What follows belongs to an exercise in optimizing a design on an open flow for small area, a short achievable clock period and few clock cycles per item; a production flow would make more cautious choices.
At most, simulation tests tie the RTL to the original design; equivalence was not proved.

==> inputs of job 1672 <==
// lattice_interp
module lattice_interp (
  input  wire        clk,
  input  wire        rst,
  input  wire        in_valid,
  input  wire [63:0] in_x,         
  output reg         in_ready,
  output reg         mem_rd,
  output reg  [16:0] mem_addr,
  input  wire [15:0] mem_rdata,    
  output reg         out_valid,
  output reg  [15:0] out_y
);
==> flow/config.mk <==
export PLATFORM = sky130hd
export DESIGN_NAME = lattice_interp
export DESIGN_NICKNAME = lattice_interp
export VERILOG_FILES = /design/flow/design.v
export SDC_FILE = /design/flow/constraint.sdc
export NUM_CORES = 4
export LEC_CHECK = 0
export CAP_MARGIN = 20
export CORE_MARGIN = 2
export CORE_UTILIZATION = 40
export CTS_BUF_LIST = sky130_fd_sc_hd__clkbuf_16
export CTS_CLUSTER_DIAMETER = 90
export CTS_CLUSTER_SIZE = 30
export SLEW_MARGIN = 20
export SYNTH_HIERARCHICAL = 1
==> flow/constraint.sdc <==
create_clock -name core_clock -period 10.0 [get_ports {clk}]
set_input_delay 2.0000 -clock core_clock [delete_from_list [all_inputs] [get_ports {clk}]]
set_output_delay 2.0000 -clock core_clock [all_outputs]
set_load 0.01 [all_outputs]
standard.sh (not shown) runs the stock make flow with config.mk's settings and CLKGATE_MAP_FILE= SYNTH_SCRIPT=/design/flow/synth_recipe.tcl, a recipe that flattens the netlist after the stock synthesis.
==> flow/flow/run.sh <==
#!/bin/bash
# Standard layout, with plain buffers (buf_1) on the ports instead of the
# delay buffers the port-buffering step picks by default, and timing repair
# aiming at a shorter period than the 10 ns clock.
set -euo pipefail
bash standard.sh "BUFFER_PORTS_ARGS=-buffer_cell sky130_fd_sc_hd__buf_1" SETUP_SLACK_MARGIN=6.5 finish > standard.log 2>&1
==> job 7431 (differences from job 1672) <==
--- a/flow/design.v
+++ b/flow/design.v
@@ -18,11 +18,11 @@
   wire [3:0]  one_x = {&in_x[63:48], &in_x[47:32], &in_x[31:16], &in_x[15:0]};
   wire [15:0] f0 = {x_r[11:0],  x_r[15:12]};
   wire [15:0] f1 = {x_r[27:16], x_r[31:28]};
   wire [15:0] f2 = {x_r[43:32], x_r[47:44]};
   wire [15:0] f3 = {x_r[59:48], x_r[63:60]};
-  wire [15:0] ib = {x_r[63:60], x_r[47:44], x_r[31:28], x_r[15:12]};
+  reg  [15:0] ib;
   wire g01 = f0 >= f1, g02 = f0 >= f2, g03 = f0 >= f3;
   wire g12 = f1 >= f2, g13 = f1 >= f3, g23 = f2 >= f3;
   wire g10 = f1 >= f0, g20 = f2 >= f0, g30 = f3 >= f0;
   wire g21 = f2 >= f1, g31 = f3 >= f1, g32 = f3 >= f2;
   wire [3:0] R = ~done & {|f3, |f2, |f1, |f0};
@@ -35,23 +35,23 @@
   reg  [3:0]  tp;          
   wire [16:0] inc_tp = (tp[0] ? 17'd1 : 17'd0) + (tp[1] ? 17'd17 : 17'd0) +
                        (tp[2] ? 17'd289 : 17'd0) + (tp[3] ? 17'd4913 : 17'd0);
   wire [16:0] addr_nx;
   wire ad_1s, ad_1c;
-  lattice_fa ad_1u (.a(done[0]), .b(done[1]), .c(done[2]), .s(ad_1s), .co(ad_1c));
+  lattice_fa ad_1u (.a(done[0]), .b(done[1]), .c(ib[4]), .s(ad_1s), .co(ad_1c));
   wire ad_2 = ib[5] ^ ib[8];
   wire ad_3 = ib[5] & ib[8];
   wire ad_4 = ib[6] ^ ib[9];
   wire ad_5 = ib[6] & ib[9];
   wire ad_6 = ib[7] ^ ib[10];
   wire ad_7 = ib[7] & ib[10];
   wire ad_8s, ad_8c;
-  lattice_fa ad_8u (.a(done[1]), .b(done[3]), .c(ib[11]), .s(ad_8s), .co(ad_8c));
-  wire ad_9 = ib[8] ^ ib[15];
-  wire ad_10 = ib[8] & ib[15];
+  lattice_fa ad_8u (.a(done[1]), .b(ib[11]), .c(ib[8]), .s(ad_8s), .co(ad_8c));
+  wire ad_9 = done[3] ^ ib[15];
+  wire ad_10 = done[3] & ib[15];
   wire ad_11s, ad_11c;
-  lattice_fa ad_11u (.a(done[2]), .b(done[3]), .c(ib[9]), .s(ad_11s), .co(ad_11c));
+  lattice_fa ad_11u (.a(done[2]), .b(ib[9]), .c(done[3]), .s(ad_11s), .co(ad_11c));
   wire ad_12 = ib[13] ^ ib[12];
   wire ad_13 = ib[13] & ib[12];
   wire ad_14 = ib[10] ^ ib[14];
   wire ad_15 = ib[10] & ib[14];
   wire ad_16 = ib[0] ^ ib[4];
@@ -61,13 +61,13 @@
   wire ad_19s, ad_19c;
   lattice_fa ad_19u (.a(ib[2]), .b(ib[6]), .c(ib[10]), .s(ad_19s), .co(ad_19c));
   wire ad_20s, ad_20c;
   lattice_fa ad_20u (.a(ib[3]), .b(ib[7]), .c(ib[11]), .s(ad_20s), .co(ad_20c));
   wire ad_21s, ad_21c;
-  lattice_fa ad_21u (.a(done[3]), .b(ib[4]), .c(ib[12]), .s(ad_21s), .co(ad_21c));
+  lattice_fa ad_21u (.a(done[2]), .b(done[3]), .c(ib[12]), .s(ad_21s), .co(ad_21c));
   wire ad_22s, ad_22c;
-  lattice_fa ad_22u (.a(ib[13]), .b(ib[12]), .c(ad_1c), .s(ad_22s), .co(ad_22c));
+  lattice_fa ad_22u (.a(ib[13]), .b(ib[12]), .c(ad_2), .s(ad_22s), .co(ad_22c));
   wire ad_23s, ad_23c;
   lattice_fa ad_23u (.a(ib[14]), .b(ib[13]), .c(ad_3), .s(ad_23s), .co(ad_23c));
   wire ad_24s, ad_24c;
   lattice_fa ad_24u (.a(ib[15]), .b(ib[14]), .c(ad_5), .s(ad_24s), .co(ad_24c));
   wire ad_25s, ad_25c;
@@ -87,15 +87,15 @@
   wire ad_33s, ad_33c;
   lattice_fa ad_33u (.a(ib[14]), .b(ad_18c), .c(ad_19s), .s(ad_33s), .co(ad_33c));
   wire ad_34s, ad_34c;
   lattice_fa ad_34u (.a(ib[15]), .b(ad_19c), .c(ad_20s), .s(ad_34s), .co(ad_34c));
   wire ad_35s, ad_35c;
-  lattice_fa ad_35u (.a(ad_1s), .b(ad_20c), .c(ad_21s), .s(ad_35s), .co(ad_35c));
+  lattice_fa ad_35u (.a(ad_20c), .b(ad_21s), .c(ad_1s), .s(ad_35s), .co(ad_35c));
   wire ad_36s, ad_36c;
-  lattice_fa ad_36u (.a(ad_2), .b(ad_21c), .c(ad_22s), .s(ad_36s), .co(ad_36c));
+  lattice_fa ad_36u (.a(ad_21c), .b(ad_1c), .c(ad_22s), .s(ad_36s), .co(ad_36c));
   wire ad_37s, ad_37c;
-  lattice_fa ad_37u (.a(ad_4), .b(ad_22c), .c(ad_23s), .s(ad_37s), .co(ad_37c));
+  lattice_fa ad_37u (.a(ad_4), .b(ad_23s), .c(ad_22c), .s(ad_37s), .co(ad_37c));
   wire ad_38s, ad_38c;
   lattice_fa ad_38u (.a(ad_6), .b(ad_23c), .c(ad_24s), .s(ad_38s), .co(ad_38c));
   wire ad_39s, ad_39c;
   lattice_fa ad_39u (.a(ad_8s), .b(ad_24c), .c(ad_25s), .s(ad_39s), .co(ad_39c));
   wire ad_40s, ad_40c;
@@ -1325,16 +1325,15 @@
     out_y    <= fin ? acc[31:16] : fcy ? fh1 : out_y;
     first1   <= fc;
     first2   <= first1;
     first3   <= first2;
     mem_addr <= addr_nx;
+    ib       <= {in_x[63:60] & ~{4{one_x[3]}}, in_x[47:44] & ~{4{one_x[2]}},
+                 in_x[31:28] & ~{4{one_x[1]}}, in_x[15:12] & ~{4{one_x[0]}}};
     tp       <= bs;
     if (!act) begin
-      x_r  <= {in_x[63:60] & ~{4{one_x[3]}}, in_x[59:48],
-               in_x[47:44] & ~{4{one_x[2]}}, in_x[43:32],
-               in_x[31:28] & ~{4{one_x[1]}}, in_x[27:16],
-               in_x[15:12] & ~{4{one_x[0]}}, in_x[11:0]};
+      x_r  <= in_x;
       done <= one_x;
     end else begin
       done <= done | top;
     end
     if (rst) begin
==> flow/flow/run.sh (replaced) <==
#!/bin/bash
# Standard layout, with plain buffers (buf_1) on the ports instead of the
# delay buffers the port-buffering step picks by default, and timing repair
# aiming at a shorter period than the 10 ns clock.
set -euo pipefail
bash standard.sh "BUFFER_PORTS_ARGS=-buffer_cell sky130_fd_sc_hd__buf_1" SETUP_SLACK_MARGIN=6.7 finish > standard.log 2>&1
==> job 8306 (differences from job 1672) <==
--- a/flow/design.v
+++ b/flow/design.v
@@ -18,11 +18,11 @@
   wire [3:0]  one_x = {&in_x[63:48], &in_x[47:32], &in_x[31:16], &in_x[15:0]};
   wire [15:0] f0 = {x_r[11:0],  x_r[15:12]};
   wire [15:0] f1 = {x_r[27:16], x_r[31:28]};
   wire [15:0] f2 = {x_r[43:32], x_r[47:44]};
   wire [15:0] f3 = {x_r[59:48], x_r[63:60]};
-  wire [15:0] ib = {x_r[63:60], x_r[47:44], x_r[31:28], x_r[15:12]};
+  reg  [15:0] ib;
   wire g01 = f0 >= f1, g02 = f0 >= f2, g03 = f0 >= f3;
   wire g12 = f1 >= f2, g13 = f1 >= f3, g23 = f2 >= f3;
   wire g10 = f1 >= f0, g20 = f2 >= f0, g30 = f3 >= f0;
   wire g21 = f2 >= f1, g31 = f3 >= f1, g32 = f3 >= f2;
   wire [3:0] R = ~done & {|f3, |f2, |f1, |f0};
@@ -35,23 +35,23 @@
   reg  [3:0]  tp;          
   wire [16:0] inc_tp = (tp[0] ? 17'd1 : 17'd0) + (tp[1] ? 17'd17 : 17'd0) +
                        (tp[2] ? 17'd289 : 17'd0) + (tp[3] ? 17'd4913 : 17'd0);
   wire [16:0] addr_nx;
   wire ad_1s, ad_1c;
-  lattice_fa ad_1u (.a(done[0]), .b(done[1]), .c(done[2]), .s(ad_1s), .co(ad_1c));
+  lattice_fa ad_1u (.a(done[0]), .b(done[1]), .c(ib[4]), .s(ad_1s), .co(ad_1c));
   wire ad_2 = ib[5] ^ ib[8];
   wire ad_3 = ib[5] & ib[8];
   wire ad_4 = ib[6] ^ ib[9];
   wire ad_5 = ib[6] & ib[9];
   wire ad_6 = ib[7] ^ ib[10];
   wire ad_7 = ib[7] & ib[10];
   wire ad_8s, ad_8c;
-  lattice_fa ad_8u (.a(done[1]), .b(done[3]), .c(ib[11]), .s(ad_8s), .co(ad_8c));
-  wire ad_9 = ib[8] ^ ib[15];
-  wire ad_10 = ib[8] & ib[15];
+  lattice_fa ad_8u (.a(done[1]), .b(ib[11]), .c(ib[8]), .s(ad_8s), .co(ad_8c));
+  wire ad_9 = done[3] ^ ib[15];
+  wire ad_10 = done[3] & ib[15];
   wire ad_11s, ad_11c;
-  lattice_fa ad_11u (.a(done[2]), .b(done[3]), .c(ib[9]), .s(ad_11s), .co(ad_11c));
+  lattice_fa ad_11u (.a(done[2]), .b(ib[9]), .c(done[3]), .s(ad_11s), .co(ad_11c));
   wire ad_12 = ib[13] ^ ib[12];
   wire ad_13 = ib[13] & ib[12];
   wire ad_14 = ib[10] ^ ib[14];
   wire ad_15 = ib[10] & ib[14];
   wire ad_16 = ib[0] ^ ib[4];
@@ -61,13 +61,13 @@
   wire ad_19s, ad_19c;
   lattice_fa ad_19u (.a(ib[2]), .b(ib[6]), .c(ib[10]), .s(ad_19s), .co(ad_19c));
   wire ad_20s, ad_20c;
   lattice_fa ad_20u (.a(ib[3]), .b(ib[7]), .c(ib[11]), .s(ad_20s), .co(ad_20c));
   wire ad_21s, ad_21c;
-  lattice_fa ad_21u (.a(done[3]), .b(ib[4]), .c(ib[12]), .s(ad_21s), .co(ad_21c));
+  lattice_fa ad_21u (.a(done[2]), .b(done[3]), .c(ib[12]), .s(ad_21s), .co(ad_21c));
   wire ad_22s, ad_22c;
-  lattice_fa ad_22u (.a(ib[13]), .b(ib[12]), .c(ad_1c), .s(ad_22s), .co(ad_22c));
+  lattice_fa ad_22u (.a(ib[13]), .b(ib[12]), .c(ad_2), .s(ad_22s), .co(ad_22c));
   wire ad_23s, ad_23c;
   lattice_fa ad_23u (.a(ib[14]), .b(ib[13]), .c(ad_3), .s(ad_23s), .co(ad_23c));
   wire ad_24s, ad_24c;
   lattice_fa ad_24u (.a(ib[15]), .b(ib[14]), .c(ad_5), .s(ad_24s), .co(ad_24c));
   wire ad_25s, ad_25c;
@@ -87,15 +87,15 @@
   wire ad_33s, ad_33c;
   lattice_fa ad_33u (.a(ib[14]), .b(ad_18c), .c(ad_19s), .s(ad_33s), .co(ad_33c));
   wire ad_34s, ad_34c;
   lattice_fa ad_34u (.a(ib[15]), .b(ad_19c), .c(ad_20s), .s(ad_34s), .co(ad_34c));
   wire ad_35s, ad_35c;
-  lattice_fa ad_35u (.a(ad_1s), .b(ad_20c), .c(ad_21s), .s(ad_35s), .co(ad_35c));
+  lattice_fa ad_35u (.a(ad_20c), .b(ad_21s), .c(ad_1s), .s(ad_35s), .co(ad_35c));
   wire ad_36s, ad_36c;
-  lattice_fa ad_36u (.a(ad_2), .b(ad_21c), .c(ad_22s), .s(ad_36s), .co(ad_36c));
+  lattice_fa ad_36u (.a(ad_21c), .b(ad_1c), .c(ad_22s), .s(ad_36s), .co(ad_36c));
   wire ad_37s, ad_37c;
-  lattice_fa ad_37u (.a(ad_4), .b(ad_22c), .c(ad_23s), .s(ad_37s), .co(ad_37c));
+  lattice_fa ad_37u (.a(ad_4), .b(ad_23s), .c(ad_22c), .s(ad_37s), .co(ad_37c));
   wire ad_38s, ad_38c;
   lattice_fa ad_38u (.a(ad_6), .b(ad_23c), .c(ad_24s), .s(ad_38s), .co(ad_38c));
   wire ad_39s, ad_39c;
   lattice_fa ad_39u (.a(ad_8s), .b(ad_24c), .c(ad_25s), .s(ad_39s), .co(ad_39c));
   wire ad_40s, ad_40c;
@@ -1325,16 +1325,15 @@
     out_y    <= fin ? acc[31:16] : fcy ? fh1 : out_y;
     first1   <= fc;
     first2   <= first1;
     first3   <= first2;
     mem_addr <= addr_nx;
+    ib       <= {in_x[63:60] & ~{4{one_x[3]}}, in_x[47:44] & ~{4{one_x[2]}},
+                 in_x[31:28] & ~{4{one_x[1]}}, in_x[15:12] & ~{4{one_x[0]}}};
     tp       <= bs;
     if (!act) begin
-      x_r  <= {in_x[63:60] & ~{4{one_x[3]}}, in_x[59:48],
-               in_x[47:44] & ~{4{one_x[2]}}, in_x[43:32],
-               in_x[31:28] & ~{4{one_x[1]}}, in_x[27:16],
-               in_x[15:12] & ~{4{one_x[0]}}, in_x[11:0]};
+      x_r  <= in_x;
       done <= one_x;
     end else begin
       done <= done | top;
     end
     if (rst) begin
Settings changed: PLACE_DENSITY from default to 0.75.
==> flow_summary.toml <==
[setup_path]
r2r_end = "accn_c[14]"
cp_max_fo = 17

[route]
drt_iter0_markers = 1294

[power]
powerDensity_nw_per_um2 = 380.1

[run_status]
status = "complete, no violations"

[layout]
clkbuf_count = 19
num-nonclk-buffers = 133
[end of results for job 8306]
==> flow_summary.toml <==
[run_status]
status = "complete, no violations"

[setup_path]
r2r_end = "accn_c[21]"
cp_max_fo = 16

[route]
drt_iter0_markers = 982
[end of results for job 7431]
==> flow_summary.toml <==
[route]
wl_per_cell_um = 19.83
drt_iter0_markers = 977

[setup_path]
r2r_end = "accn_c[20]"

[run_status]
status = "complete, no violations"

[layout]
num-nonclk-buffers = 156

[power]
powerDensity_nw_per_um2 = 373.8
[end of results for job 1672]
Testbench counts of job 7431, summed over its fixed seeds: cycles 8,968, items 2,048.
Testbench counts of job 8306, summed over its fixed seeds: cycles 8,968, items 2,048.
Only the layout flow was run in job 1672; the RTL was not checked for function there.

-- static timing again, ports no longer ideal --
How much do the figures lean on ideal ports? The routed layouts below were timed once more, with nothing changed but the port constraints.
Step 1, drivers: a clkbuf_16 drives clk and a buf_2 each remaining input, both assumed.
Step 2 also shifts input and output timing later by t, the mid clock arrival at the registers, as if the neighbouring blocks saw the same clock.
Three values: ideal ports, drivers, drivers and shift; two values: the first two.
run	t (ns)	slack for setup (ns)	latest minus earliest clock arrival (ns)	slew at the worst register clock pin (ns)	pins driven straight from the clock port
job 1672	0.605	6.570 / 6.570 / 6.528	0.026 / 0.027	0.10 / 0.10	1
job 7431	0.601	6.664 / 6.664 / 6.410	0.037 / 0.037	0.12 / 0.12	1
job 8306	0.605	6.587 / 6.587 / 6.569	0.025 / 0.024	0.11 / 0.11	1
After both steps setup and hold are still met in every run listed. For job 7431, which loses most, drivers alone change the setup slack by 0.000 ns; drivers and shift together by -0.254 ns.
